What follows belongs to an exercise in optimizing a design on an open flow for small area and a short achievable clock period; a production flow would make more cautious choices.
Only simulation tests tie the RTL to the original design; equivalence was not proved.

==> flow/design.v, too long to show whole: its modules and the start of the top module <==
// module churn_core: 358 lines
// module churn_icache: 52 lines
// module churn_lane: 72 lines
// module churn_maxmin: 37 lines
// module churn_cmp: 36 lines
// module churn_mac_csa: 1474 lines
// module churn_sum4_csa: 458 lines
module churn_core (
    input              clk,
    input              rst,           
    input              ce,            
    input              start,         
    input      [12:0]  prog_len,      
    input      [31:0]  budget,        
    input              xbank_sat,     
    input      [63:0]  win_dcn,       
    input      [31:0]  win_count,     
    input      [6:0]   position,      
    output             busy,
    output             done,
    output reg [31:0]  last_cycles,
    output             pm_rd,
    output     [11:0]  pm_addr,
    input      [31:0]  pm_data,
    output             x_rd,
    output     [10:0]  x_addr,
    input      [127:0] x_data,
    output             y_rd,
    output     [12:0]  y_addr,
    input      [95:0]  y_data,
    output             z_rd,
    output     [12:0]  z_raddr,
    input      [127:0] z_rdata,
    output     [3:0]   z_we,
    output     [12:0]  z_waddr,
    output     [127:0] z_wdata,
    output             rec_hdr,
    output     [10:0]  rec_words,
    output     [3:0]   rec_flags,
    output     [15:0]  rec_outno,
    output             rec_dat,
    output     [3:0]   rec_mask,
    output     [127:0] rec_data
);
  // ...
==> flow/flow/run.sh <==
#!/bin/bash
set -euo pipefail
bash standard.sh SETUP_SLACK_MARGIN=11 MATCH_CELL_FOOTPRINT=0 finish > standard_flow.log 2>&1
==> flow/standard.sh <==
#!/bin/bash
# synth_recipe.tcl (not shown) runs the flow's synth.tcl, then flattens the netlist and writes it again
# the make line also repeats each setting of config.mk as NAME=value (left out here)
make -C /OpenROAD-flow-scripts/flow DESIGN_CONFIG=/design/flow/config.mk WORK_HOME=/design/flow/orfs CLKGATE_MAP_FILE= SYNTH_SCRIPT=/design/flow/synth_recipe.tcl "${@:-finish}"
==> flow/config.mk <==
export PLATFORM = sky130hd
export DESIGN_NAME = churn_core
export DESIGN_NICKNAME = churn_core
export VERILOG_FILES = /design/flow/design.v
export SDC_FILE = /design/flow/constraint.sdc
export NUM_CORES = 8
export LEC_CHECK = 0
export CAP_MARGIN = 20
export CORE_MARGIN = 2
export CORE_UTILIZATION = 40
export SLEW_MARGIN = 20
==> flow/constraint.sdc <==
create_clock -name core_clock -period 22.0 [get_ports {clk}]
set_input_delay 4.4000 -clock core_clock [delete_from_list [all_inputs] [get_ports {clk}]]
set_output_delay 4.4000 -clock core_clock [all_outputs]
set_load 0.01 [all_outputs]
==> qor.yml, run 1 <==
timing:
  period_share: 0.536
  max_freq_ghz: 0.0848
  slew_violations: 5
  hold-worst-slack_ns: 0.303
  finalSetupViolations: 0
final_layout:
  signal_buffer_area_fraction: 0.0861
  n_all_buffers: 2459
  seq-cell-share: 0.224
  design.final.nets: 27090
synth:
  netlist_top_cells_area: "sky130_fd_sc_hd__edfxtp_1 22%, sky130_fd_sc_hd__fa_1 12%, sky130_fd_sc_hd__dfxtp_1 5.1%, sky130_fd_sc_hd__xnor2_1 5.1%, sky130_fd_sc_hd__ha_1 4.5%"
  synth_top_area_frac: 0.218
  post_synth_and_or_nand_nor_area_fraction: 0.148
  synthesis.area_um2: 211000
placement:
  place.gp.congestion: 1.14
  port-buffer-count: 932
  postPlaceCellArea_um2: 230000
worst_hold_path:
  min_path_cells: 0
  holdCritStartpoint: "u_cache.c_dat[23][16]"
floorplan:
  core_area_um2: 525000
worst_setup_path:
  critical-path-max-stage-delay_ns: 0.64
  critical_path.max_fanout: 35
  worst-r2r-setup-slack_ns: 10.74
  family_of_cells_with_the_greatest_summed_delay_on_the_critical_path: "compound AO/OA/AOI/OAI gates"
  timing.critical_path.from: "zsh[1]"
  arr_time_crit_path_ns: 7.40
outcome:
  check.faults: "capacitance limit, slew limit"
  run_status: "finished with violations"
drt:
  drc_errors: 0
  detailedRoute.firstPassIterationCount: 10
  post_drt_wl_per_cell_um: 44.1
flow_run:
  max-cap-violations: 1
==> module churn_lane, before the edit <==
module churn_lane #(parameter LANE0 = 0) (
    input         clk,
    input         clr,           
    input         mac,
    input         ldz,
    input         suma,          
    input  [31:0] x,
    input  [23:0] coef,
    input  [4:0]  xsh,
    input  [8:0]  xma,
    input  [31:0] xmb,
    input         xmb_on,
    input  [31:0] z,
    input  [4:0]  zsh,
    input  [22:0] zhm,
    input  [31:0] smax,
    input  [31:0] smin,
    input         smax_sat,
    input         smin_sat,
    input  [57:0] suma_s,
    input  [57:0] suma_c,
    output [55:0] accv,          
    output        fovf,          
    output        xcl,           
    output        ldsat,         
    output reg [31:0] st_res,    
    output reg    st_sat
);
    reg [57:0] acc_s, acc_c;     
    wire [57:0] fsum = acc_s + acc_c;
    assign fovf = (fsum[57:55] != 3'b000) && (fsum[57:55] != 3'b111);
    assign accv = !fovf ? fsum[55:0] :
                  fsum[57] ? {1'b1, 55'd0} : {1'b0, {55{1'b1}}};
    wire [32:0] xsr = {x, 1'b0} >> xsh;
    assign xcl = (|(x[31:23] & xma)) || (xmb_on && (&(x | ~xmb)));
    wire [22:0] xm = (xsr[23:1] | {23{xcl}}) & {23{mac}};
    wire        bm = !xcl && xsr[0] && mac;
    wire [62:0] ldsh = {{31{z[31]}}, z} << zsh;
    assign ldsat = (ldsh[62:55] != 8'h00) && (ldsh[62:55] != 8'hFF);
    wire [55:0] ld_res = !ldsat ? ldsh[55:0] :
                         ldsh[62] ? {1'b1, 55'd0} : {1'b0, {55{1'b1}}};
    wire [56:0] su   = $signed({fsum[55:0], 1'b0}) >>> zsh;    
    wire        shi  = |((fsum[54:32] ^ {23{fsum[55]}}) & zhm);
    wire        sgn  = fsum[55];
    wire        rtop = su[0] && (&su[31:1]);                   
    wire        sovf = shi || (sgn ? (!su[32] && !rtop) : (su[32] || rtop));
    wire [31:0] sz   = su[32:1] + {31'd0, su[0]};
    always @* begin
        if (fovf) begin
            st_res = fsum[57] ? smin : smax;
            st_sat = fsum[57] ? smin_sat : smax_sat;
        end else if (sovf) begin
            st_res = sgn ? 32'h8000_0000 : 32'h7FFF_FFFF;
            st_sat = 1'b1;
        end else begin
            st_res = sz;
            st_sat = 1'b0;
        end
    end
    wire [55:0] base = clr ? 56'd0 : ldz ? ld_res : accv;
    wire [57:0] mac_s, mac_c;
    churn_mac_csa u_mac (.h(xm), .r(bm), .coef(coef), .acc(base), .s(mac_s), .c(mac_c));
    always @(posedge clk) begin
        if (suma) begin
            acc_s <= LANE0 ? suma_s : 58'd0;
            acc_c <= LANE0 ? suma_c : 58'd0;
        end else begin
            acc_s <= mac_s;
            acc_c <= mac_c;
        end
    end
endmodule
==> run 2: changes to the inputs <==
--- a/flow/design.v
+++ b/flow/design.v
@@ -443,8 +443,9 @@
                   fsum[57] ? {1'b1, 55'd0} : {1'b0, {55{1'b1}}};
     wire [32:0] xsr = {x, 1'b0} >> xsh;
     assign xcl = (|(x[31:23] & xma)) || (xmb_on && (&(x | ~xmb)));
-    wire [22:0] xm = (xsr[23:1] | {23{xcl}}) & {23{mac}};
-    wire        bm = !xcl && xsr[0] && mac;
+    wire [22:0] xm = xsr[23:1] | {23{xcl}};
+    wire        bm = !xcl && xsr[0];
+    wire [23:0] coef_g = coef & {24{mac}};
     wire [62:0] ldsh = {{31{z[31]}}, z} << zsh;
     assign ldsat = (ldsh[62:55] != 8'h00) && (ldsh[62:55] != 8'hFF);
     wire [55:0] ld_res = !ldsat ? ldsh[55:0] :
@@ -469,7 +470,7 @@
     end
     wire [55:0] base = clr ? 56'd0 : ldz ? ld_res : accv;
     wire [57:0] mac_s, mac_c;
-    churn_mac_csa u_mac (.h(xm), .r(bm), .coef(coef), .acc(base), .s(mac_s), .c(mac_c));
+    churn_mac_csa u_mac (.h(xm), .r(bm), .coef(coef_g), .acc(base), .s(mac_s), .c(mac_c));
     always @(posedge clk) begin
         if (suma) begin
             acc_s <= LANE0 ? suma_s : 58'd0;
==> flow/flow/run.sh (replaced) <==
#!/bin/bash
set -euo pipefail
bash standard.sh SETUP_SLACK_MARGIN=12 MATCH_CELL_FOOTPRINT=0 \
    'BUFFER_PORTS_ARGS=-buffer_cell sky130_fd_sc_hd__buf_4' finish > standard_flow.log 2>&1
--- a/flow/config.mk
+++ b/flow/config.mk
@@ -7,5 +7,5 @@
 export LEC_CHECK = 0
 export CAP_MARGIN = 20
 export CORE_MARGIN = 2
-export CORE_UTILIZATION = 40
+export CORE_UTILIZATION = 35
 export SLEW_MARGIN = 20
==> run 2 against run 1 <==
Now clean on timing, DRC and antenna. Utilization is 5.4 points lower. Final area rose by 1.3%. Clock skew increased by 0.030 ns. Routed wire length fell by 1.7%. Synthesized area shrank 0.27%. Sequential share of layout area down 0.28 points. Via count is 4.1% lower. Cell count rose by 1.6%. Non-clock buffer count increased by 137. Worst setup slack improved by 0.27 ns. Largest cell class unchanged.
==> qor.yml, run 2 <==
synth:
  count_of_flip_flops_with_a_built_in_enable_after_synthesis: 1533  # unchanged
  synth_seq_cells: 2070  # unchanged
  synthesis.area_um2: 210000  # was 211000 um2
  netlist_top_cells_count: "1958 x sky130_fd_sc_hd__nand2_1, 1917 x sky130_fd_sc_hd__nor2_1, 1533 x sky130_fd_sc_hd__edfxtp_1"  # was 2357 x sky130_fd_sc_hd__nand2_1, 1790 x sky130_fd_sc_hd__nor2_1, 1543 x sky130_fd_sc_hd__a21oi_1
  synth_top_area_frac: 0.219  # was 0.218
  yosysSeqAreaShare: 0.270  # was 0.269
  netlist_instances: 23302  # was 23864
  synth_area_leader_cell: "sky130_fd_sc_hd__edfxtp_1"  # unchanged
  synth_top_flop_cell: "sky130_fd_sc_hd__edfxtp_1"  # unchanged
  syn_nets: 25823  # was 26382
  synth.most_common_cell: "sky130_fd_sc_hd__nand2_1"  # unchanged
  ys.warnings.count: 6  # unchanged
  synth.lib_cells_used.distinct: 136  # was 128
  netlist_top_cells_area: "sky130_fd_sc_hd__edfxtp_1 22%, sky130_fd_sc_hd__fa_1 12%, sky130_fd_sc_hd__dfxtp_1 5.1%, sky130_fd_sc_hd__ha_1 4.6%, sky130_fd_sc_hd__a22oi_1 4.3%"  # was sky130_fd_sc_hd__edfxtp_1 22%, sky130_fd_sc_hd__fa_1 12%, sky130_fd_sc_hd__dfxtp_1 5.1%, sky130_fd_sc_hd__xnor2_1 5.1%, sky130_fd_sc_hd__ha_1 4.5%
  synth_async_sr_flop_share: 0  # unchanged
  syn_avg_cell_area_um2: 9.03  # was 8.84 um2
final_layout:
  largest_registers: "u_cache.c_dat (768), u_cache.c_tag (372), kreg (256)"  # unchanged
  final_layout_size_suffix_gt1_frac: 0.228  # was 0.175
  layout.cells.most_common_list: "2244 x sky130_fd_sc_hd__buf_4, 1842 x sky130_fd_sc_hd__nand2_1, 1756 x sky130_fd_sc_hd__nor2_1"  # was 2271 x sky130_fd_sc_hd__nand2_1, 1648 x sky130_fd_sc_hd__nor2_1, 1533 x sky130_fd_sc_hd__edfxtp_1
  layout-area-overhead-vs-synth_pct: 21.9  # was 20.0%
  design.final.nets: 26682  # was 27090
  filler_cell_count: 58814  # was 50484
  finish.cell_count_without_fillers: 32454  # was 31932
  largest_reg_flops: 768  # unchanged
  layout_commonest_cell: "sky130_fd_sc_hd__buf_4"  # was sky130_fd_sc_hd__nand2_1
  regMostFlops: "u_cache.c_dat"  # unchanged
worst_setup_path:
  rr_endpoint: "lane[2].u_lane.acc_c[29]"  # was u_cache.c_dat[1][0]
  cpMaxStageDelayCell: "sky130_fd_sc_hd__or4_4"  # was sky130_fd_sc_hd__a21oi_1
  setup.worst_path.class: "reg2out"  # unchanged
  critical_path.max_fanout: 47  # was 35
  critical-path-max-stage-delay_ns: 0.55  # was 0.64 ns
  family_of_cells_with_the_greatest_summed_delay_on_the_critical_path: "buffers and inverters"  # was compound AO/OA/AOI/OAI gates
  worstPathBufferInverterCount: 9  # unchanged
  timing.critical_path.required_ns: 17.60  # about the same
  timing.critical_path.depth: 19  # was 22
  worstPathCellList: "buf_6 -> buf_12 -> buf_8 -> buf_8 -> nand2_2 -> o221ai_1 -> buf_4 -> a2bb2oi_1 -> a31oi_2 -> nor2_1 -> nand3_1 -> or4_4 -> o31a_4 -> buf_6 -> buf_6 -> o21ai_4 -> buf_4 -> o221ai_1 -> buf_4"  # was buf_4 -> clkinv_16 -> buf_16 -> buf_16 -> nor2_4 -> buf_4 -> nand2_1 -> o31ai_1 -> nor4_4 -> a21oi_1 -> o221ai_1 -> a221oi_2 -> nor4b_2 -> nand4_1 -> nor4_4 -> buf_4 -> nor3_4 -> o21ai_4 -> buf_6 -> buf_6 -> o311ai_4 -> buf_2
  regToRegStartpoint: "zsh[0]"  # was u_cache.c_dat[0][19]
  worst-r2r-cell-count: 20  # was 32
  worst-r2r-setup-slack_ns: 11.88  # was 10.74 ns
  crit_path_end_kind: "output port"  # unchanged
  nature_of_the_critical_path_startpoint: "flop"  # unchanged
  arr_time_crit_path_ns: 7.12  # was 7.40 ns
cts:
  clk_path_buf_depth: 4  # unchanged
  clock_tree.root_cell: "sky130_fd_sc_hd__clkbuf_16"  # unchanged
  ctsHtreeMaxLevel: 4  # unchanged
  cts_hold_buffers: 0  # unchanged
  cts.reportedPaths.clkPinSlew_ns: 0.07  # about the same
  clk-insertion-delay-late_ns: 1.07  # was 1.05 ns
  cts_inserted_buffers: 238  # was 234
  cts_tree: "done"  # unchanged
  tritoncts_num_sinks: 2070  # unchanged
timing:
  slew_violations: 0  # was 5
  period_share: 0.524  # was 0.536
  timing.final.hold_violations: 0  # unchanged
  max_freq_ghz: 0.0868  # was 0.0848 GHz
  rsz0062_at_grt: "true"  # unchanged
  tightest_slew_ns: 1.37  # was 1.97 ns
  setup_tns_ns: 0  # unchanged
  finalSetupViolations: 0  # unchanged
  hold-worst-slack_ns: 0.389  # was 0.303 ns
  timing.clock.skew_ns: 0.184  # was 0.155 ns
  final_worst_setup_slack_ns: 10.48  # was 10.20 ns
  slew_headroom: 0.0754  # was -0.318
  final.min_clock_period_ns: 11.52  # was 11.80 ns
placement:
  dp_hpwl_mm: 1040  # was 1070 mm
  dpl_worst_slack_ns: 9.09  # was 8.90 ns
  port-buffer-count: 932  # unchanged
  place.gp.congestion: 1.12  # was 1.14
  dpl.cell_count: 31157  # was 30726
global_routing:
  grt_antenna_before_repair: 156  # was 272
  overflow: 0  # unchanged
  grt_pass1_vias: 201551  # was 204575
  grt_util_overall: 0.435  # was 0.504
  grt_max_degree: 201  # was 163
  wire_length_of_the_first_global_routing_pass_mm: 1820  # was 1840 mm
drt:
  detailroute.via_count: 215743  # was 225003
  routed_wirelength_mm: 1380  # was 1410 mm
  detailedRoute.firstPassIterationCount: 10  # unchanged
  drc_errors: 0  # unchanged
  vias_per_cell: 6.65  # was 7.05
  post_drt_wl_per_cell_um: 42.6  # was 44.1 um
  antenna_violating_nets_post_route: 0  # unchanged
  dr.first_iter.drc_count: 33157  # was 38173
worst_hold_path:
  hold_class: "reg2reg"  # unchanged
  holdCritStartpoint: "u_cache.c_dat[17][17]"  # was u_cache.c_dat[23][16]
  worstHoldEndpoint: "u_cache.c_dat[18][17]"  # was u_cache.c_dat[24][16]
  min_path_cells: 0  # unchanged
floorplan:
  row_count: 284  # was 266
  die_outline_area_um2: 607000  # was 533000 um2
  die_width_um: 779  # was 730 um
  core_area_um2: 599000  # was 525000 um2
  die_height_um: 779  # was 730 um
  initial_utilization: 0.351  # was 0.402
  floorplan.io_pins: 934  # unchanged
flow_run:
  max-cap-violations: 0  # was 1
outcome:
  run_status: "complete, no violations"  # was finished with violations
-- run 2: cell types whose count changed after synthesis, sizes merged, moves of 47 or more --
cell   change
xor2     +189
mux4      +47
nor2     +130
and3      -55
o21ai    -260
mux2i     +80
a22oi    +365
nand2    -400
nand3     -87
o22ai    -189
a21oi    -111
xnor2    -188
-- run 2: kinds of logic after synthesis --
kind of cell    after synthesis  share of synthesized area
simple gates               6267                      0.139
other cells                   1                  0.0000178
fa+ha+maj                  1984                      0.161
mux                         982                     0.0665
xor+xnor                   1983                     0.0827
compound gates             6633                      0.216
flops                      2070                      0.270
buf+inv                    3382                     0.0649
-- run 2: final cells by class --
cell class,instances,area [um2],share of cell area
sequential,2070,56800,0.222
multi-input combinational,17880,154000,0.602
clock buffer,292,6320,0.0246
antenna,90,225,0.000878
clock inverter,143,1460,0.00568
tap,8008,10000,0.0391
timing repair buffer,2596,21900,0.0856
timing repair inverter,2,17.5,0.0000683
inverter,1373,5240,0.0204
-- run 2: layer usage --
layer | part of all wire | global-route usage
met1 | 0.38 | 0.558
met2 | 0.40 | 0.614
met3 | 0.13 | 0.146
met4 | 0.089 | 0.301
met5 | 0.00069 | 0.00329
-- run 2: through the flow --
step                      cell area, um2  utilization
after global placement            228000        0.382
after floorplan                   211000            -
after global routing              256000        0.428
after detailed placement          229000        0.382
final                             256000        0.428
after CTS                         251000        0.419
-- run 2: worst max path at each step --
stage / endpoint / from / slack [ns]
finish: z_wdata[63] / zsh[4] / 10.48
global route: z_wdata[54] / lane[1].u_lane.acc_c[0] / 10.45
CTS: z_wdata[59] / lane[1].u_lane.acc_c[4] / 10.59
detailed placement: mval[31] / z_rdata[96] / 9.09
global placement: z_wdata[93] / lane[2].u_lane.acc_c[1] / 8.68
floorplan: lane[0].u_lane.acc_s[33] / x_data[5] / 12.00
-- run 2: timing repair --
item | CTS | global route
gates cloned | 37 | 15
pin swaps | 414 | 278
buffers inserted | 497 | 220
gates resized for setup | 1993 | 638
setup endpoints to repair | 1326 | 942
==> run 3: changes to the inputs <==
==> flow/flow/run.sh (replaced) <==
#!/bin/bash
set -euo pipefail
bash standard.sh SETUP_SLACK_MARGIN=11.5 MATCH_CELL_FOOTPRINT=0 \
    'BUFFER_PORTS_ARGS=-buffer_cell sky130_fd_sc_hd__buf_2' finish > standard_flow.log 2>&1
--- a/flow/config.mk
+++ b/flow/config.mk
@@ -5,7 +5,7 @@
 export SDC_FILE = /design/flow/constraint.sdc
 export NUM_CORES = 8
 export LEC_CHECK = 0
-export CAP_MARGIN = 20
+export CAP_MARGIN = 30
 export CORE_MARGIN = 2
 export CORE_UTILIZATION = 35
-export SLEW_MARGIN = 20
+export SLEW_MARGIN = 30
==> run 3 against run 2 <==
Critical endpoint is now z_wdata[34]. Worst setup slack got worse by 0.072 ns. Final area is 1.9% lower. Register-to-register slack got worse by 0.45 ns. First-iteration DRC count grew 3.5%.
==> qor.yml, run 3 <==
outcome:
  run_status: "complete, no violations"  # unchanged
worst_setup_path:
  nature_of_the_critical_path_startpoint: "flop"  # unchanged
  timing.critical_path.depth: 20  # was 19
  cpMaxStageDelayCell: "sky130_fd_sc_hd__nand2_2"  # was sky130_fd_sc_hd__or4_4
  crit_path_end_kind: "output port"  # unchanged
  rr_endpoint: "u_cache.c_dat[12][5]"  # was lane[2].u_lane.acc_c[29]
  worstPathBufferInverterCount: 6  # was 9
  critical_path.max_fanout: 29  # was 47
  timing.critical_path.required_ns: 17.60  # about the same
  path_common_cell: "sky130_fd_sc_hd__buf_12"
  worst-r2r-cell-count: 31  # was 20
  timing.critical_path.from: "zsh[1]"  # was zsh[4]
  critical-path-max-stage-delay_ns: 0.68  # was 0.55 ns
  arr_time_crit_path_ns: 7.19  # was 7.12 ns
  setup.worst_path.class: "reg2out"  # unchanged
  worst-r2r-setup-slack_ns: 11.43  # was 11.88 ns
  worstPathCellList: "buf_12 -> nor2_4 -> buf_4 -> nand2_2 -> o22ai_1 -> a221oi_1 -> nand4_1 -> o221ai_2 -> o32a_4 -> nor4b_4 -> or4b_4 -> o31a_4 -> xnor2_4 -> nor3_4 -> buf_12 -> buf_12 -> buf_6 -> nand2_1 -> nand4_1 -> buf_2"  # was buf_6 -> buf_12 -> buf_8 -> buf_8 -> nand2_2 -> o221ai_1 -> buf_4 -> a2bb2oi_1 -> a31oi_2 -> nor2_1 -> nand3_1 -> or4_4 -> o31a_4 -> buf_6 -> buf_6 -> o21ai_4 -> buf_4 -> o221ai_1 -> buf_4
  family_of_cells_with_the_greatest_summed_delay_on_the_critical_path: "simple AND/OR/NAND/NOR gates"  # was buffers and inverters
  regToRegStartpoint: "u_cache.c_dat[0][23]"  # was zsh[0]
synth:
  synth.most_common_cell: "sky130_fd_sc_hd__nand2_1"  # unchanged
  syn_nets: 25823  # unchanged
  netlist_instances: 23302  # unchanged
  ys.warnings.count: 6  # unchanged
  syn_avg_cell_area_um2: 9.03  # unchanged
  netlist_top_cells_area: "sky130_fd_sc_hd__edfxtp_1 22%, sky130_fd_sc_hd__fa_1 12%, sky130_fd_sc_hd__dfxtp_1 5.1%, sky130_fd_sc_hd__ha_1 4.6%, sky130_fd_sc_hd__a22oi_1 4.3%"  # unchanged
  synth_area_leader_cell: "sky130_fd_sc_hd__edfxtp_1"  # unchanged
  synthesis.area_um2: 210000  # unchanged
  synth_seq_cells: 2070  # unchanged
  synth_async_sr_flop_share: 0  # unchanged
  count_of_flip_flops_with_a_built_in_enable_after_synthesis: 1533  # unchanged
  yosysSeqAreaShare: 0.270  # unchanged
  synth_top_flop_cell: "sky130_fd_sc_hd__edfxtp_1"  # unchanged
  synth.lib_cells_used.distinct: 136  # unchanged
  synth_top_area_frac: 0.219  # unchanged
  netlist_top_cells_count: "1958 x sky130_fd_sc_hd__nand2_1, 1917 x sky130_fd_sc_hd__nor2_1, 1533 x sky130_fd_sc_hd__edfxtp_1"  # unchanged
drt:
  antenna_violating_nets_post_route: 0  # unchanged
  detailedRoute.firstPassIterationCount: 9  # was 10
  vias_per_cell: 6.67  # was 6.65
  drc_errors: 0  # unchanged
  detailroute.via_count: 214995  # was 215743
  dr.first_iter.drc_count: 34321  # was 33157
  routed_wirelength_mm: 1320  # was 1380 mm
  post_drt_wl_per_cell_um: 40.8  # was 42.6 um
placement:
  port-buffer-count: 932  # unchanged
  dpl.cell_count: 31150  # was 31157
  place.gp.congestion: 1.13  # was 1.12
  dp_hpwl_mm: 996  # was 1040 mm
final_layout:
  layout_commonest_cell: "sky130_fd_sc_hd__nand2_1"  # was sky130_fd_sc_hd__buf_4
  finish.cell_count_without_fillers: 32251  # was 32454
  layout-area-overhead-vs-synth_pct: 19.5  # was 21.9%
  design.final.nets: 26476  # was 26682
  layout.cells.most_common_list: "1862 x sky130_fd_sc_hd__nand2_1, 1761 x sky130_fd_sc_hd__nor2_1, 1533 x sky130_fd_sc_hd__edfxtp_1"  # was 2244 x sky130_fd_sc_hd__buf_4, 1842 x sky130_fd_sc_hd__nand2_1, 1756 x sky130_fd_sc_hd__nor2_1
  final_layout_size_suffix_gt1_frac: 0.217  # was 0.228
  filler_cell_count: 59018  # was 58814
  regMostFlops: "u_cache.c_dat"  # unchanged
  largest_reg_flops: 768  # unchanged
  largest_registers: "u_cache.c_dat (768), u_cache.c_tag (372), kreg (256)"  # unchanged
floorplan:
  die_width_um: 779  # unchanged
  core_area_um2: 599000  # unchanged
  floorplan.io_pins: 934  # unchanged
  die_outline_area_um2: 607000  # unchanged
  die_height_um: 779  # unchanged
  initial_utilization: 0.351  # unchanged
  row_count: 284  # unchanged
cts:
  cts_tree: "done"  # unchanged
  clk-insertion-delay-late_ns: 1.05  # was 1.07 ns
  clock_tree.root_cell: "sky130_fd_sc_hd__clkbuf_16"  # unchanged
  tritoncts_num_sinks: 2070  # unchanged
  cts.reportedPaths.clkPinSlew_ns: 0.07  # about the same
  cts_hold_buffers: 0  # unchanged
  clk_path_buf_depth: 4  # unchanged
  ctsHtreeMaxLevel: 4  # unchanged
  cts_inserted_buffers: 234  # was 238
timing:
  finalSetupViolations: 0  # unchanged
  tightest_slew_ns: 1.26  # was 1.37 ns
  setup_tns_ns: 0  # unchanged
  max_freq_ghz: 0.0863  # was 0.0868 GHz
  slew_headroom: 0.152  # was 0.0754
  final.min_clock_period_ns: 11.59  # was 11.52 ns
  period_share: 0.527  # was 0.524
  timing.final.hold_violations: 0  # unchanged
  timing.clock.skew_ns: 0.183  # was 0.184 ns
  slew_violations: 0  # unchanged
  rsz0062_at_grt: "true"  # unchanged
flow_run:
  max-cap-violations: 0  # unchanged
worst_hold_path:
  min_path_cells: 0  # unchanged
  holdCritStartpoint: "u_cache.c_dat[23][3]"  # was u_cache.c_dat[17][17]
  hold_class: "reg2reg"  # unchanged
  worstHoldEndpoint: "u_cache.c_dat[24][3]"  # was u_cache.c_dat[18][17]
global_routing:
  grt_antenna_before_repair: 148  # was 156
  grt_pass1_vias: 200260  # was 201551
  grt_max_degree: 120  # was 201
  wire_length_of_the_first_global_routing_pass_mm: 1750  # was 1820 mm
  grt_util_overall: 0.415  # was 0.435
  overflow: 0  # unchanged
-- run 3: cell counts after synthesis --
No cell type changed its count.
-- run 3: through the flow --
stage	setup WS [ns]	hold slack, ns	area, um2	util
floorplan	11.57	0.421	210000	-
global placement	8.95	0.428	226000	0.377
detailed placement	9.10	0.434	227000	0.379
CTS	10.62	0.385	247000	0.412
global route	10.42	0.398	251000	0.420
finish	10.41	0.399	252000	0.420
-- run 3: cell families (layout without fill, tap and decap cells) --
group / after synthesis / after routing / synth area share
xor+xnor: 1983 / 1983 / 0.0827
mux: 982 / 982 / 0.0665
compound gates: 6633 / 6636 / 0.216
buf+inv: 3382 / 4220 / 0.0649
other cells: 1 / 88 / 0.0000178
flops: 2070 / 2070 / 0.270
simple gates: 6267 / 6280 / 0.139
fa+ha+maj: 1984 / 1984 / 0.161
-- run 3: how the worst max path moves through the flow --
stage | end | slack, ns
4_1_cts | z_wdata[127] | 10.62
2_1_floorplan | z_wdata[19] | 11.57
6_report | z_wdata[34] | 10.41
5_1_grt | z_wdata[53] | 10.42
3_3_place_gp | z_wdata[39] | 8.95
3_5_place_dp | z_wdata[8] | 9.10
-- run 3: area by class of cell --
class / count / area (um2) / area share
flip-flops and latches: 2070 / 56800 / 0.226
well taps: 8008 / 10000 / 0.0398
inverters: 1373 / 5240 / 0.0208
diodes: 87 / 218 / 0.000865
clock buffers: 290 / 6230 / 0.0248
multi-input cells: 17866 / 154000 / 0.610
repair buffers: 2410 / 17900 / 0.0710
clock inverters: 147 / 1630 / 0.00647
-- run 3: worst reg2reg max path, delay by kind of cell (launching register included) --
family | cells | cell delay (ns)
AOI/OAI and AO/OA | 15 | 4.10
buffers and inverters | 8 | 3.35
and+or+nand+nor | 5 | 1.02
muxes | 2 | 0.86
adders and majority gates | 1 | 0.46
DFF | 1 | 0.33
-- run 3: routing by layer --
metal  share of wire  GRT usage  vias to the layer above
met1            0.38      0.539                   108177
li1                -          -                    86013
met3            0.14      0.145                     3607
met5         0.00071    0.00329                        -
met2            0.39      0.574                    17122
met4           0.088      0.289                       76
-- run 3: repair_timing --
action | 4_1_cts | 5_1_grt
pin swaps | 354 | 254
gates resized for setup | 1694 | 592
buffers inserted | 389 | 153
setup endpoints to repair | 442 | 478
cloned | 22 | 3
==> run 4: changes to the inputs <==
--- a/flow/config.mk
+++ b/flow/config.mk
@@ -7,5 +7,5 @@
 export LEC_CHECK = 0
 export CAP_MARGIN = 30
 export CORE_MARGIN = 2
-export CORE_UTILIZATION = 35
+export CORE_UTILIZATION = 45
 export SLEW_MARGIN = 30
==> run 4 against run 3 <==
Now fails the layout checks on capacitance limit, slew limit. Global-route usage grew 11 points. Die area shrank 22%. Final area shrank 0.86%. Via count grew 2.3%. Synthesized area is the same. Critical path type unchanged. Largest cell class unchanged.
==> qor.yml, run 4 <==
outcome:
  run_status: "finished with violations"  # was complete, no violations
  check.faults: "capacitance limit, slew limit"
synth:
  synth-compound-area-share: 0.216  # unchanged
  yosysSeqAreaShare: 0.270  # unchanged
  ys.warnings.count: 6  # unchanged
  post_synth_and_or_nand_nor_area_fraction: 0.139  # unchanged
  synth.most_common_cell: "sky130_fd_sc_hd__nand2_1"  # unchanged
  synth_top_family_by_area: "compound AO/OA/AOI/OAI gates"  # unchanged
  synth_async_sr_flop_share: 0  # unchanged
  synth_area_leader_cell: "sky130_fd_sc_hd__edfxtp_1"  # unchanged
  synth.lib_cells_used.distinct: 136  # unchanged
  syn_nets: 25823  # unchanged
  synth_top_area_frac: 0.219  # unchanged
  synth-adder-area-share: 0.161  # unchanged
  synthesis.area_um2: 210000  # unchanged
  synth_top_flop_cell: "sky130_fd_sc_hd__edfxtp_1"  # unchanged
  netlist_top_cells_area: "sky130_fd_sc_hd__edfxtp_1 22%, sky130_fd_sc_hd__fa_1 12%, sky130_fd_sc_hd__dfxtp_1 5.1%, sky130_fd_sc_hd__ha_1 4.6%, sky130_fd_sc_hd__a22oi_1 4.3%"  # unchanged
  post_synthesis_share_of_cell_area_spent_on_xor_and_xnor_gates: 0.0827  # unchanged
  netlist_top_cells_count: "1958 x sky130_fd_sc_hd__nand2_1, 1917 x sky130_fd_sc_hd__nor2_1, 1533 x sky130_fd_sc_hd__edfxtp_1"  # unchanged
  synth_seq_cells: 2070  # unchanged
  synthMuxAreaShare: 0.0665  # unchanged
  netlist_instances: 23302  # unchanged
  count_of_flip_flops_with_a_built_in_enable_after_synthesis: 1533  # unchanged
  syn_avg_cell_area_um2: 9.03  # unchanged
worst_setup_path:
  setup.worst_path.class: "reg2out"  # unchanged
  arr_time_crit_path_ns: 7.10  # was 7.19 ns
  worst-r2r-cell-count: 24  # was 31
  rr_endpoint: "u_cache.c_dat[21][15]"  # was u_cache.c_dat[12][5]
  critical_path.max_fanout: 39  # was 29
  worst-r2r-setup-slack_ns: 11.38  # was 11.43 ns
  regToRegStartpoint: "u_cache.c_dat[0][23]"  # unchanged
  timing.critical_path.required_ns: 17.60  # about the same
  nature_of_the_critical_path_startpoint: "flop"  # unchanged
  crit_path_end_kind: "output port"  # unchanged
drt:
  wl_met3_mm: 227  # was 179 mm
  met2WireLength_mm: 480  # was 520 mm
  routed_wirelength_mm: 1300  # was 1320 mm
  dr.first_iter.drc_count: 38135  # was 34321
  antenna_violating_nets_post_route: 0  # unchanged
  detailedRoute.firstPassIterationCount: 10  # was 9
  dr.max_layer_used: "met5"  # unchanged
  post_drt_wl_per_cell_um: 42.4  # was 40.8 um
  drc_errors: 0  # unchanged
  vias_per_cell: 7.20  # was 6.67
  drt-met1-wl_mm: 477  # was 501 mm
  detailroute.via_count: 219859  # was 214995
worst_hold_path:
  worstHoldEndpoint: "u_cache.c_dat[21][8]"  # was u_cache.c_dat[24][3]
  holdCritStartpoint: "u_cache.c_dat[20][8]"  # was u_cache.c_dat[23][3]
  hold_class: "reg2reg"  # unchanged
  min_path_cells: 0  # unchanged
final_layout:
  largest_reg_flops: 768  # unchanged
  layout.cells.most_common_list: "1843 x sky130_fd_sc_hd__nand2_1, 1758 x sky130_fd_sc_hd__nor2_1, 1533 x sky130_fd_sc_hd__edfxtp_1"  # was 1862 x sky130_fd_sc_hd__nand2_1, 1761 x sky130_fd_sc_hd__nor2_1, 1533 x sky130_fd_sc_hd__edfxtp_1
  layout_commonest_cell: "sky130_fd_sc_hd__nand2_1"  # unchanged
  largest_registers: "u_cache.c_dat (768), u_cache.c_tag (372), kreg (256)"  # unchanged
  design.final.nets: 26559  # was 26476
  layout-area-overhead-vs-synth_pct: 18.5  # was 19.5%
  regMostFlops: "u_cache.c_dat"  # unchanged
  final_layout_size_suffix_gt1_frac: 0.217  # about the same
floorplan:
  initial_utilization: 0.451  # was 0.351
  die_outline_area_um2: 473000  # was 607000 um2
  row_count: 251  # was 284
  core_area_um2: 466000  # was 599000 um2
  die_width_um: 688  # was 779 um
  die_height_um: 688  # was 779 um
  floorplan.io_pins: 934  # unchanged
cts:
  clock_tree.root_cell: "sky130_fd_sc_hd__clkbuf_16"  # unchanged
  clk-insertion-delay-late_ns: 1.10  # was 1.05 ns
  cts_inserted_buffers: 230  # was 234
  cts_hold_buffers: 0  # unchanged
  tritoncts_num_sinks: 2070  # unchanged
  cts.reportedPaths.clkPinSlew_ns: 0.07  # about the same
  ctsHtreeMaxLevel: 4  # unchanged
  cts_tree: "done"  # unchanged
  clk_path_buf_depth: 4  # unchanged
global_routing:
  grt_util_overall: 0.523  # was 0.415
  grt_max_degree: 159  # was 120
  wire_length_of_the_first_global_routing_pass_mm: 1720  # was 1750 mm
  grt_pass1_vias: 199430  # was 200260
  grt_antenna_before_repair: 195  # was 148
  overflow: 0  # unchanged
timing:
  final.min_clock_period_ns: 11.50  # was 11.59 ns
  slew_violations: 6  # was 0
  timing.clock.skew_ns: 0.197  # was 0.183 ns
  tightest_slew_ns: 2.15  # was 1.26 ns
  max_freq_ghz: 0.0869  # was 0.0863 GHz
  slew_headroom: -0.435  # was 0.152
  rsz0062_at_grt: "true"  # unchanged
  period_share: 0.523  # was 0.527
  setup_tns_ns: 0  # unchanged
  hold-worst-slack_ns: 0.357  # was 0.399 ns
  finalSetupViolations: 0  # unchanged
  timing.final.hold_violations: 0  # unchanged
placement:
  port-buffer-count: 932  # unchanged
  dp_hpwl_mm: 964  # was 996 mm
  place.gp.congestion: 1.18  # was 1.13
flow_run:
  max-cap-violations: 2  # was 0
==> run 4: cell types whose count changed in the layout (fill, tap and decap cells not counted), moves of 21 or more <==
cell / previous run / this run
sky130_fd_sc_hd__nand2_2: 56 / 80
sky130_fd_sc_hd__o21ai_2: 88 / 67
sky130_fd_sc_hd__diode_2: 87 / 126
sky130_fd_sc_hd__o21ai_1: 127 / 148
sky130_fd_sc_hd__xnor2_1: 958 / 980
sky130_fd_sc_hd__a21oi_1: 1205 / 1239
sky130_fd_sc_hd__buf_6: 114 / 144
==> run 4: kinds of logic after synthesis <==
kind of cell    count (synthesis)
compound gates               6633
buf+inv                      3382
mux                           982
xor+xnor                     1983
fa+ha+maj                    1984
other cells                     1
flops                        2070
simple gates                 6267
==> run 4: worst max-delay path by stage <==
stage                                  from           to  cells after the start
floorplan                            zsh[4]  z_wdata[19]                     26
global placement                     zsh[0]  z_wdata[16]                     22
detailed placement                   zsh[0]  z_wdata[16]                     22
CTS                 lane[1].u_lane.acc_s[4]  z_wdata[59]                     24
global route        lane[1].u_lane.acc_c[0]  z_wdata[45]                     24
finish                               zsh[1]  z_wdata[40]                     22
==> run 4: through the flow <==
stage | utilization | instance area [um2] | setup WS (ns) | std cells
2_1_floorplan | - | 210000 | 11.57 | 23302
3_3_place_gp | 0.479 | 223000 | 9.21 | 29277
3_5_place_dp | 0.480 | 224000 | 9.13 | 29301
4_1_cts | 0.523 | 244000 | 10.79 | 30213
5_1_grt | 0.534 | 249000 | 10.59 | 30452
6_report | 0.535 | 249000 | 10.50 | 30552
==> run 4: critical path, stage by stage, from the launching register on <==
cell and delay, ns:
sky130_fd_sc_hd__edfxtp_1 0.38, sky130_fd_sc_hd__buf_4 0.15, sky130_fd_sc_hd__clkbuf_16 0.23, sky130_fd_sc_hd__buf_16 0.21, sky130_fd_sc_hd__buf_16 0.19, sky130_fd_sc_hd__or2_4 0.36, sky130_fd_sc_hd__nor2_2 0.36, sky130_fd_sc_hd__buf_4 0.55
sky130_fd_sc_hd__a222oi_1 0.24, sky130_fd_sc_hd__nand3_1 0.42, sky130_fd_sc_hd__nor3_1 0.10, sky130_fd_sc_hd__a311o_1 0.40, sky130_fd_sc_hd__o32a_1 0.27, sky130_fd_sc_hd__nor4b_4 0.28, sky130_fd_sc_hd__or4b_4 0.52, sky130_fd_sc_hd__o31a_4 0.38
sky130_fd_sc_hd__buf_6 0.14, sky130_fd_sc_hd__inv_2 0.05, sky130_fd_sc_hd__o21ba_4 0.27, sky130_fd_sc_hd__buf_12 0.15, sky130_fd_sc_hd__nand2_8 0.09, sky130_fd_sc_hd__o2111ai_2 0.13, sky130_fd_sc_hd__buf_2 0.18
==> run 4: layout make-up <==
| type | instances | area (um2) |
|---|---|---|
| multi-input combinational | 17883 | 153000 |
| clock buffer | 269 | 5980 |
| antenna | 126 | 315 |
| clock inverter | 153 | 1680 |
| timing repair buffer | 2478 | 18500 |
| sequential | 2070 | 56800 |
| timing repair inverter | 2 | 22.5 |
| fill | 43104 | 217000 |
| inverter | 1373 | 5240 |
| tap | 6198 | 7750 |
==> run 4: per-layer routing <==
layer | up-vias | GRT usage
li1 | 86255 | -
met1 | 108767 | 0.673
met2 | 20147 | 0.672
met3 | 4533 | 0.268
met4 | 157 | 0.341
met5 | - | 0.0282
==> run 4: what timing repair did <==
| action | 4_1_cts | 5_1_grt |
|---|---|---|
| setup endpoints to repair | 1298 | 600 |
| gates cloned | 37 | 17 |
| buffers inserted | 453 | 176 |
| pin swaps | 391 | 281 |
| resized for setup | 1661 | 562 |
==> run 5: changes to the inputs <==
==> flow/flow/run.sh (replaced) <==
#!/bin/bash
# Layout: the standard flow (standard synthesis unchanged) in two runs
# of standard.sh. Up to clock tree synthesis the timing repair is asked to
# leave setup slack of SETUP_SLACK_MARGIN ns at the design's own clock
# period and constraints; after it, routing runs as standard (margin 0), so
# its repair only fixes slew, capacitance and real violations. Cells may be
# resized to other footprints, and ports are buffered with buf_4. Each run's
# make output goes to a log of its own; each tool's log is under orfs/logs.
set -euo pipefail
COMMON=(MATCH_CELL_FOOTPRINT=0 'BUFFER_PORTS_ARGS=-buffer_cell sky130_fd_sc_hd__buf_4')
bash standard.sh "${COMMON[@]}" SETUP_SLACK_MARGIN=11.5 cts > standard_to_cts.log 2>&1
bash standard.sh "${COMMON[@]}" SETUP_SLACK_MARGIN=0 finish > standard_finish.log 2>&1
==> flow/config.mk (replaced) <==
export PLATFORM = sky130hd
export DESIGN_NAME = churn_core
export DESIGN_NICKNAME = churn_core
export VERILOG_FILES = /design/flow/design.v
export SDC_FILE = /design/flow/constraint.sdc
export NUM_CORES = 8
export LEC_CHECK = 0
export CAP_MARGIN = 20
export CORE_MARGIN = 2
export CORE_UTILIZATION = 35
export SLEW_MARGIN = 20
==> run 5 against run 4 <==
The layout fails its checks (capacitance limit). Synthesized cell count did not move. First-iteration DRC count fell by 8.9%. Final area barely moved. Via count fell by 3.2%. Global-route usage fell by 10 points. Critical path depth fell by 5. Routed wire length rose by 2.3%. Synthesized area did not move. Non-clock buffer count fell by 220. Count of clock-buffer cells in the layout rose by 28. Flip-flop and latch count did not move.
==> qor.yml, run 5 <==
placement:
  dpl.cell_count: 31108  # was 29301
  place.gp.congestion: 1.13  # was 1.18
  port-buffer-count: 932  # unchanged
  postPlaceCellArea_um2: 228000  # was 224000 um2
  dp_hpwl_mm: 1000  # was 964 mm
cts:
  cts.reportedPaths.clkPinSlew_ns: 0.07  # about the same
  ctsHtreeMaxLevel: 4  # unchanged
  cts_tree: "done"  # unchanged
  clk-insertion-delay-late_ns: 1.09  # was 1.10 ns
  clock_tree.root_cell: "sky130_fd_sc_hd__clkbuf_16"  # unchanged
  clk_path_buf_depth: 4  # unchanged
  cts_inserted_buffers: 236  # was 230
  cts_hold_buffers: 0  # unchanged
  tritoncts_num_sinks: 2070  # unchanged
final_layout:
  layout_commonest_cell: "sky130_fd_sc_hd__buf_4"  # was sky130_fd_sc_hd__nand2_1
  layout-area-overhead-vs-synth_pct: 18.6  # was 18.5%
  design.final.nets: 26329  # was 26559
  post-route-util: 0.417  # was 0.535
  layout.cells.most_common_list: "2066 x sky130_fd_sc_hd__buf_4, 1870 x sky130_fd_sc_hd__nand2_1, 1768 x sky130_fd_sc_hd__nor2_1"  # was 1843 x sky130_fd_sc_hd__nand2_1, 1758 x sky130_fd_sc_hd__nor2_1, 1533 x sky130_fd_sc_hd__edfxtp_1
  stdcell_area_um2: 250000  # was 249000 um2
  largest_registers: "u_cache.c_dat (768), u_cache.c_tag (372), kreg (256)"  # unchanged
  largest_reg_flops: 768  # unchanged
  finish.cell_count_without_fillers: 32096  # was 30552
  regMostFlops: "u_cache.c_dat"  # unchanged
  final_layout_size_suffix_gt1_frac: 0.201  # was 0.217
global_routing:
  grt_util_overall: 0.419  # was 0.523
  overflow: 0  # unchanged
  grt_antenna_before_repair: 124  # was 195
  wire_length_of_the_first_global_routing_pass_mm: 1770  # was 1720 mm
  grt_max_degree: 193  # was 159
  grt_pass1_vias: 200433  # was 199430
timing:
  timing.final.hold_violations: 0  # unchanged
  final.min_clock_period_ns: 11.72  # was 11.50 ns
  setup_tns_ns: 0  # unchanged
  timing.clock.skew_ns: 0.212  # was 0.197 ns
  tightest_slew_ns: 1.57  # was 2.15 ns
  rsz0062_at_grt: "false"  # was true
  period_share: 0.533  # was 0.523
  max_freq_ghz: 0.0853  # was 0.0869 GHz
  slew_violations: 11  # was 6
  slew_headroom: -0.0553  # was -0.435
  finalSetupViolations: 0  # unchanged
worst_setup_path:
  critical-path-max-stage-delay_ns: 1.05  # was 0.55 ns
  nature_of_the_critical_path_startpoint: "flop"  # unchanged
  worst-r2r-setup-slack_ns: 11.12  # was 11.38 ns
  timing.critical_path.required_ns: 17.60  # about the same
  cpMaxStageDelayCell: "sky130_fd_sc_hd__xor2_1"  # was sky130_fd_sc_hd__buf_4
  worstPathBufferInverterCount: 6  # was 9
  regToRegStartpoint: "u_cache.c_dat[0][18]"  # was u_cache.c_dat[0][23]
  timing.critical_path.from: "zsh[0]"  # was zsh[1]
  path_common_cell: "sky130_fd_sc_hd__buf_4"
  worst_setup_path_endpoint: "z_wdata[10]"  # was z_wdata[40]
  setup.worst_path.class: "reg2out"  # unchanged
  critical_path.max_fanout: 41  # was 39
  rr_endpoint: "u_cache.c_dat[16][8]"  # was u_cache.c_dat[21][15]
  arr_time_crit_path_ns: 7.32  # was 7.10 ns
  timing.critical_path.depth: 17  # was 22
  worstPathCellList: "buf_4 -> clkinv_16 -> nand2_4 -> buf_4 -> buf_6 -> nor2_1 -> a2111o_1 -> a22oi_2 -> mux2i_1 -> a21oi_2 -> ha_1 -> ha_1 -> inv_2 -> nor2_2 -> xor2_1 -> o21ai_0 -> buf_4"  # was buf_4 -> clkbuf_16 -> buf_16 -> buf_16 -> or2_4 -> nor2_2 -> buf_4 -> a222oi_1 -> nand3_1 -> nor3_1 -> a311o_1 -> o32a_1 -> nor4b_4 -> or4b_4 -> o31a_4 -> buf_6 -> inv_2 -> o21ba_4 -> buf_12 -> nand2_8 -> o2111ai_2 -> buf_2
  family_of_cells_with_the_greatest_summed_delay_on_the_critical_path: "buffers and inverters"  # was simple AND/OR/NAND/NOR gates
  crit_path_end_kind: "output port"  # unchanged
  worst-r2r-cell-count: 30  # was 24
synth:
  synth.most_common_cell: "sky130_fd_sc_hd__nand2_1"  # unchanged
  synth_seq_cells: 2070  # unchanged
  synth.lib_cells_used.distinct: 136  # unchanged
  count_of_flip_flops_with_a_built_in_enable_after_synthesis: 1533  # unchanged
  synthesis.area_um2: 210000  # unchanged
  yosysSeqAreaShare: 0.270  # unchanged
  netlist_top_cells_area: "sky130_fd_sc_hd__edfxtp_1 22%, sky130_fd_sc_hd__fa_1 12%, sky130_fd_sc_hd__dfxtp_1 5.1%, sky130_fd_sc_hd__ha_1 4.6%, sky130_fd_sc_hd__a22oi_1 4.3%"  # unchanged
  synth_async_sr_flop_share: 0  # unchanged
  synth_top_area_frac: 0.219  # unchanged
  netlist_instances: 23302  # unchanged
  synth_area_leader_cell: "sky130_fd_sc_hd__edfxtp_1"  # unchanged
  netlist_top_cells_count: "1958 x sky130_fd_sc_hd__nand2_1, 1917 x sky130_fd_sc_hd__nor2_1, 1533 x sky130_fd_sc_hd__edfxtp_1"  # unchanged
  synth_top_flop_cell: "sky130_fd_sc_hd__edfxtp_1"  # unchanged
  syn_avg_cell_area_um2: 9.03  # unchanged
  ys.warnings.count: 6  # unchanged
  syn_nets: 25823  # unchanged
floorplan:
  row_count: 284  # was 251
  core_area_um2: 599000  # was 466000 um2
  die_width_um: 779  # was 688 um
  floorplan.io_pins: 934  # unchanged
  initial_utilization: 0.351  # was 0.451
  die_height_um: 779  # was 688 um
  die_outline_area_um2: 607000  # was 473000 um2
drt:
  vias_per_cell: 6.63  # was 7.20
  post_drt_wl_per_cell_um: 41.3  # was 42.4 um
  dr.first_iter.drc_count: 34747  # was 38135
  routed_wirelength_mm: 1320  # was 1300 mm
  detailroute.via_count: 212880  # was 219859
  antenna_violating_nets_post_route: 0  # unchanged
  drc_errors: 0  # unchanged
  detailedRoute.firstPassIterationCount: 10  # unchanged
flow_run:
  max-cap-violations: 1  # was 2
outcome:
  check.faults: "capacitance limit"    # was capacitance limit, slew limit
  run_status: "finished with violations"  # unchanged
worst_hold_path:
  hold_class: "reg2reg"  # unchanged
==> run 5: layout make-up <==
class	instances	area, um2
Fill cell	59187	349000
Multi-Input combinational cell	17869	151000
Sequential cell	2070	56800
Timing Repair Buffer	2258	18400
Tap cell	8008	10000
Clock buffer	297	6410
Inverter	1373	5250
Clock inverter	146	1680
Antenna cell	75	188
==> run 5: per-stage QoR <==
| stage | hold slack [ns] | worst slack (ns) |
|---|---|---|
| 2_1_floorplan | 0.421 | 11.57 |
| 3_3_place_gp | 0.429 | 8.85 |
| 3_5_place_dp | 0.433 | 9.04 |
| 4_1_cts | 0.350 | 10.65 |
| 5_1_grt | 0.370 | 10.19 |
| 6_report | 0.350 | 10.28 |
==> run 5: logic make-up (layout without fill, tap and decap cells) <==
| logic type | Yosys count | after routing | share of synthesized area |
|---|---|---|---|
| other | 1 | 76 | 0.0000178 |
| AND/OR/NAND/NOR | 6267 | 6283 | 0.139 |
| adder cells (fa/ha/maj) | 1984 | 1984 | 0.161 |
| multiplexers | 982 | 983 | 0.0665 |
| AO/OA/AOI/OAI | 6633 | 6634 | 0.216 |
| flip-flops | 2070 | 2070 | 0.270 |
| buffers and inverters | 3382 | 4074 | 0.0649 |
| XOR/XNOR | 1983 | 1984 | 0.0827 |
==> run 5: layer usage <==
| metal | share of wire | track usage |
|---|---|---|
| met5 | 0.00079 | 0.00635 |
| met3 | 0.13 | 0.141 |
| met1 | 0.39 | 0.547 |
| met2 | 0.40 | 0.585 |
| met4 | 0.085 | 0.280 |
==> run 5: what timing repair did <==
action	4_1_cts	5_1_grt
endpoints found under the setup margin	553	0
setup buffers	434	0
gates resized for setup	1739	0
==> run 5: how the worst min path moves through the flow <==
| stage | from | to | slack [ns] | cells after the start |
|---|---|---|---|---|
| finish | u_cache.c_dat[5][10] | u_cache.c_dat[6][10] | 0.35 | 0 |
| detailed placement | u_cache.c_dat[20][16] | u_cache.c_dat[21][16] | 0.43 | 0 |
| floorplan | u_cache.c_dat[0][22] | u_cache.c_dat[1][22] | 0.42 | 0 |
| global route | u_cache.c_dat[13][7] | u_cache.c_dat[14][7] | 0.37 | 0 |
| CTS | u_cache.c_dat[5][10] | u_cache.c_dat[6][10] | 0.35 | 0 |
| global placement | u_cache.c_dat[25][11] | u_cache.c_dat[26][11] | 0.43 | 0 |
==> run 5: worst register-to-register path, delay by kind of cell (launching register included) <==
family | cells | cell delay, ns
mux | 2 | 1.32
buf+inv | 5 | 2.18
simple gates | 10 | 3.18
fa+ha+maj | 1 | 0.46
flops | 1 | 0.78
compound gates | 12 | 2.45
==> run 6: changes to the inputs <==
==> flow/flow/run.sh (replaced) <==
#!/bin/bash
# Layout: the standard flow (standard synthesis unchanged) in two runs
# of standard.sh, both with the timing repair asked to leave setup slack of
# SETUP_SLACK_MARGIN ns at the design's own clock period and constraints,
# free to resize cells to other footprints, and with buf_2 as the port
# buffer. The second run (global and detailed routing, finish) does not
# clone gates, so its repair adds no load that its slew and capacitance
# repair, which runs before it, has not seen. Each run's make output goes to
# a log of its own; each tool's own log is under orfs/logs.
set -euo pipefail
COMMON=(SETUP_SLACK_MARGIN=11.5 MATCH_CELL_FOOTPRINT=0 'BUFFER_PORTS_ARGS=-buffer_cell sky130_fd_sc_hd__buf_2')
bash standard.sh "${COMMON[@]}" cts > standard_to_cts.log 2>&1
bash standard.sh "${COMMON[@]}" SKIP_GATE_CLONING=1 finish > standard_finish.log 2>&1
==> flow/config.mk (replaced) <==
export PLATFORM = sky130hd
export DESIGN_NAME = churn_core
export DESIGN_NICKNAME = churn_core
export VERILOG_FILES = /design/flow/design.v
export SDC_FILE = /design/flow/constraint.sdc
export NUM_CORES = 8
export LEC_CHECK = 0
export CAP_MARGIN = 30
export CORE_MARGIN = 2
export CORE_UTILIZATION = 45
export SLEW_MARGIN = 30
==> run 6 against run 5 <==
Now clean on timing, DRC and antenna. Routed wire length fell by 2.4%. Sequential share of layout area barely moved. Clock skew fell by 0.024 ns. Final area fell by 0.14%. Register-to-register slack improved by 0.31 ns. Utilization rose by 12 points. Die area fell by 22%. Critical path depth rose by 2. Fmax rose by 2.1%. Synthesized cell count did not move. Largest cell class unchanged. Highest routed layer unchanged.
==> qor.yml, run 6 <==
outcome:
  run_status: "complete, no violations"  # was finished with violations
worst_hold_path:
  min_path_cells: 0  # unchanged
  worstHoldEndpoint: "u_cache.c_dat[21][8]"  # was u_cache.c_dat[6][10]
  holdCritStartpoint: "u_cache.c_dat[20][8]"  # was u_cache.c_dat[5][10]
  hold_class: "reg2reg"  # unchanged
timing:
  tightest_slew_ns: 1.23  # was 1.57 ns
  slew_violations: 0  # was 11
  max_freq_ghz: 0.0871  # was 0.0853 GHz
  rsz0062_at_grt: "true"  # was false
  slew_headroom: 0.172  # was -0.0553
  final.min_clock_period_ns: 11.48  # was 11.72 ns
  timing.clock.skew_ns: 0.188  # was 0.212 ns
  final_worst_setup_slack_ns: 10.52  # was 10.28 ns
  finalSetupViolations: 0  # unchanged
  period_share: 0.522  # was 0.533
  timing.final.hold_violations: 0  # unchanged
  setup_tns_ns: 0  # unchanged
worst_setup_path:
  critical_path.max_fanout: 55  # was 41
  worstPathCellList: "buf_6 -> inv_8 -> buf_6 -> nand2_1 -> buf_4 -> nor2_1 -> buf_4 -> nand2_1 -> nand2_1 -> inv_1 -> o2111ai_1 -> nor4_1 -> a22oi_1 -> a211o_1 -> or4_1 -> o21ba_4 -> o211ai_1 -> o21ai_1 -> buf_2"  # was buf_4 -> clkinv_16 -> nand2_4 -> buf_4 -> buf_6 -> nor2_1 -> a2111o_1 -> a22oi_2 -> mux2i_1 -> a21oi_2 -> ha_1 -> ha_1 -> inv_2 -> nor2_2 -> xor2_1 -> o21ai_0 -> buf_4
  cpMaxStageDelayCell: "sky130_fd_sc_hd__or4_1"  # was sky130_fd_sc_hd__xor2_1
  worst-r2r-setup-slack_ns: 11.43  # was 11.12 ns
  path_common_cell: "sky130_fd_sc_hd__nand2_1"  # was sky130_fd_sc_hd__buf_4
  nature_of_the_critical_path_startpoint: "flop"  # unchanged
  setup.worst_path.class: "reg2out"  # unchanged
  worstPathBufferInverterCount: 7  # was 6
  family_of_cells_with_the_greatest_summed_delay_on_the_critical_path: "buffers and inverters"  # unchanged
  worst-r2r-cell-count: 24  # was 30
  regToRegStartpoint: "u_cache.c_dat[0][23]"  # was u_cache.c_dat[0][18]
  rr_endpoint: "u_cache.c_dat[18][19]"  # was u_cache.c_dat[16][8]
  arr_time_crit_path_ns: 7.08  # was 7.32 ns
  timing.critical_path.required_ns: 17.60  # about the same
  crit_path_end_kind: "output port"  # unchanged
  timing.critical_path.depth: 19  # was 17
  critical-path-max-stage-delay_ns: 0.74  # was 1.05 ns
cts:
  clk_path_buf_depth: 4  # unchanged
  cts.reportedPaths.clkPinSlew_ns: 0.07  # about the same
  clk-insertion-delay-late_ns: 1.09  # about the same
  cts_inserted_buffers: 230  # was 236
  ctsHtreeMaxLevel: 4  # unchanged
  tritoncts_num_sinks: 2070  # unchanged
  cts_tree: "done"  # unchanged
  cts_hold_buffers: 0  # unchanged
  clock_tree.root_cell: "sky130_fd_sc_hd__clkbuf_16"  # unchanged
global_routing:
  overflow: 0  # unchanged
  wire_length_of_the_first_global_routing_pass_mm: 1720  # was 1770 mm
  grt_pass1_vias: 199430  # was 200433
  grt_antenna_before_repair: 196  # was 124
  grt_max_degree: 159  # was 193
  grt_util_overall: 0.523  # was 0.419
synth:
  yosysSeqAreaShare: 0.270  # unchanged
  count_of_flip_flops_with_a_built_in_enable_after_synthesis: 1533  # unchanged
  synth_top_flop_cell: "sky130_fd_sc_hd__edfxtp_1"  # unchanged
  netlist_top_cells_area: "sky130_fd_sc_hd__edfxtp_1 22%, sky130_fd_sc_hd__fa_1 12%, sky130_fd_sc_hd__dfxtp_1 5.1%, sky130_fd_sc_hd__ha_1 4.6%, sky130_fd_sc_hd__a22oi_1 4.3%"  # unchanged
  synth_seq_cells: 2070  # unchanged
  synth_async_sr_flop_share: 0  # unchanged
  netlist_top_cells_count: "1958 x sky130_fd_sc_hd__nand2_1, 1917 x sky130_fd_sc_hd__nor2_1, 1533 x sky130_fd_sc_hd__edfxtp_1"  # unchanged
  netlist_instances: 23302  # unchanged
  synth_area_leader_cell: "sky130_fd_sc_hd__edfxtp_1"  # unchanged
  syn_nets: 25823  # unchanged
  synth_top_area_frac: 0.219  # unchanged
  ys.warnings.count: 6  # unchanged
  synth.lib_cells_used.distinct: 136  # unchanged
  syn_avg_cell_area_um2: 9.03  # unchanged
  synthesis.area_um2: 210000  # unchanged
  synth.most_common_cell: "sky130_fd_sc_hd__nand2_1"  # unchanged
final_layout:
  regMostFlops: "u_cache.c_dat"  # unchanged
  filler_cell_count: 43112  # was 59187
  post-route-util: 0.535  # was 0.417
  final_layout_size_suffix_gt1_frac: 0.216  # was 0.201
  stdcell_area_um2: 249000  # was 250000 um2
  largest_registers: "u_cache.c_dat (768), u_cache.c_tag (372), kreg (256)"  # unchanged
  layout-area-overhead-vs-synth_pct: 18.5  # was 18.6%
  design.final.nets: 26545  # was 26329
  largest_reg_flops: 768  # unchanged
  layout.cells.most_common_list: "1844 x sky130_fd_sc_hd__nand2_1, 1759 x sky130_fd_sc_hd__nor2_1, 1533 x sky130_fd_sc_hd__edfxtp_1"  # was 2066 x sky130_fd_sc_hd__buf_4, 1870 x sky130_fd_sc_hd__nand2_1, 1768 x sky130_fd_sc_hd__nor2_1
  layout_commonest_cell: "sky130_fd_sc_hd__nand2_1"  # was sky130_fd_sc_hd__buf_4
drt:
  drc_errors: 0  # unchanged
  detailedRoute.firstPassIterationCount: 13  # was 10
  post_drt_wl_per_cell_um: 42.3  # was 41.3 um
  vias_per_cell: 7.19  # was 6.63
  antenna_violating_nets_post_route: 0  # unchanged
  routed_wirelength_mm: 1290  # was 1320 mm
  dr.first_iter.drc_count: 38040  # was 34747
  detailroute.via_count: 219657  # was 212880
placement:
  dpl_worst_slack_ns: 9.13  # was 9.04 ns
  dp_hpwl_mm: 964  # was 1000 mm
  postPlaceCellArea_um2: 224000  # was 228000 um2
  place.gp.congestion: 1.18  # was 1.13
  port-buffer-count: 932  # unchanged
floorplan:
  initial_utilization: 0.451  # was 0.351
  die_width_um: 688  # was 779 um
  die_outline_area_um2: 473000  # was 607000 um2
  floorplan.io_pins: 934  # unchanged
  core_area_um2: 466000  # was 599000 um2
  row_count: 251  # was 284
  die_height_um: 688  # was 779 um
flow_run:
  max-cap-violations: 0  # was 1
-- run 6: cell counts after synthesis --
Identical to the previous run, type by type.
-- run 6: how the worst max path moves through the flow --
stage / start / to / slack [ns]
after floorplan: zsh[4] / z_wdata[19] / 11.57
after global routing: lane[1].u_lane.acc_c[0] / z_wdata[41] / 10.59
after detailed placement: zsh[0] / z_wdata[16] / 9.13
final: zsh[4] / z_wdata[56] / 10.52
after global placement: zsh[0] / z_wdata[16] / 9.21
after CTS: lane[1].u_lane.acc_s[4] / z_wdata[59] / 10.79
-- run 6: cell families (layout without fill, tap and decap cells) --
group,after synthesis,after routing,synth area share
flip-flops,2070,2070,0.270
adder cells (fa/ha/maj),1984,1984,0.161
multiplexers,982,983,0.0665
XOR/XNOR,1983,1983,0.0827
buffers and inverters,3382,4275,0.0649
AND/OR/NAND/NOR,6267,6285,0.139
other,1,129,0.0000178
AO/OA/AOI/OAI,6633,6633,0.216
-- run 6: layer usage --
layer	part of all wire	GRT usage	vias up
met3	0.17	0.268	4503
li1	-	-	86221
met1	0.37	0.673	108761
met5	0.0025	0.0282	-
met4	0.084	0.341	142
met2	0.37	0.672	20030
-- run 6: layout make-up --
| cell class | instances | area [um2] | area share |
|---|---|---|---|
| sequential | 2070 | 56800 | 0.228 |
| inverter | 1373 | 5240 | 0.0210 |
| antenna | 128 | 320 | 0.00128 |
| timing repair inverter | 2 | 22.5 | 0.0000903 |
| clock buffer | 269 | 5980 | 0.0240 |
| multi-input combinational | 17869 | 153000 | 0.614 |
| tap | 6198 | 7750 | 0.0311 |
| timing repair buffer | 2478 | 18500 | 0.0744 |
| clock inverter | 153 | 1680 | 0.00673 |
-- run 6: timing repair --
action                      CTS  global route
gates cloned                 37             0
gates resized for setup    1661           552
pin swaps                   391           278
setup endpoints to repair  1298           600
setup buffers               453           179
-- run 6: per-stage QoR --
| step | instances | hold WS [ns] |
|---|---|---|
| 2_1_floorplan | 23302 | 0.421 |
| 3_3_place_gp | 29277 | 0.429 |
| 3_5_place_dp | 29301 | 0.434 |
| 4_1_cts | 30213 | 0.336 |
| 5_1_grt | 30441 | 0.361 |
| 6_report | 30540 | 0.349 |

==> what the ideal ports hide <==
The results above use ideal ports. As a check the final layouts listed here were re-extracted and re-timed, cells and wires unchanged.
Step 1 assumes that a clkbuf_16 drives the clock port and a buf_2 every other input.
Step 2 moves the port delays by t, midway between the first and last clock arrival at a register: inputs arrive t later, outputs are due t later. That takes back most of the time a late clock gives input paths.
Slacks: no drivers / after step 1 / after step 2; pairs: no drivers / after step 1.
run | t, ns | setup WS [ns] | worst hold slack (ns) | worst slew at a driven data input, ns | pins driven straight from the clock port
run 1 | 1.103 | 10.205 / 10.077 / 9.782 | 0.303 / 0.303 / 0.303 | 0.50 | 1
run 2 | 1.121 | 10.479 / 10.338 / 10.939 | 0.389 / 0.389 / 0.389 | 0.24 | 1
run 3 | 1.087 | 10.407 / 10.281 / 10.419 | 0.399 / 0.399 / 0.399 | 0.23 | 1
run 4 | 1.147 | 10.496 / 10.352 / 10.431 | 0.357 / 0.357 / 0.357 | 0.31 | 1
run 5 | 1.110 | 10.278 / 10.156 / 10.004 | 0.350 / 0.350 / 0.350 | 0.24 | 1
run 6 | 1.144 | 10.522 / 10.371 / 10.324 | 0.349 / 0.349 / 0.349 | 0.32 | 1
The setup slack of run 1, which loses most, moves by -0.128 ns with the drivers and by -0.423 ns with both steps.
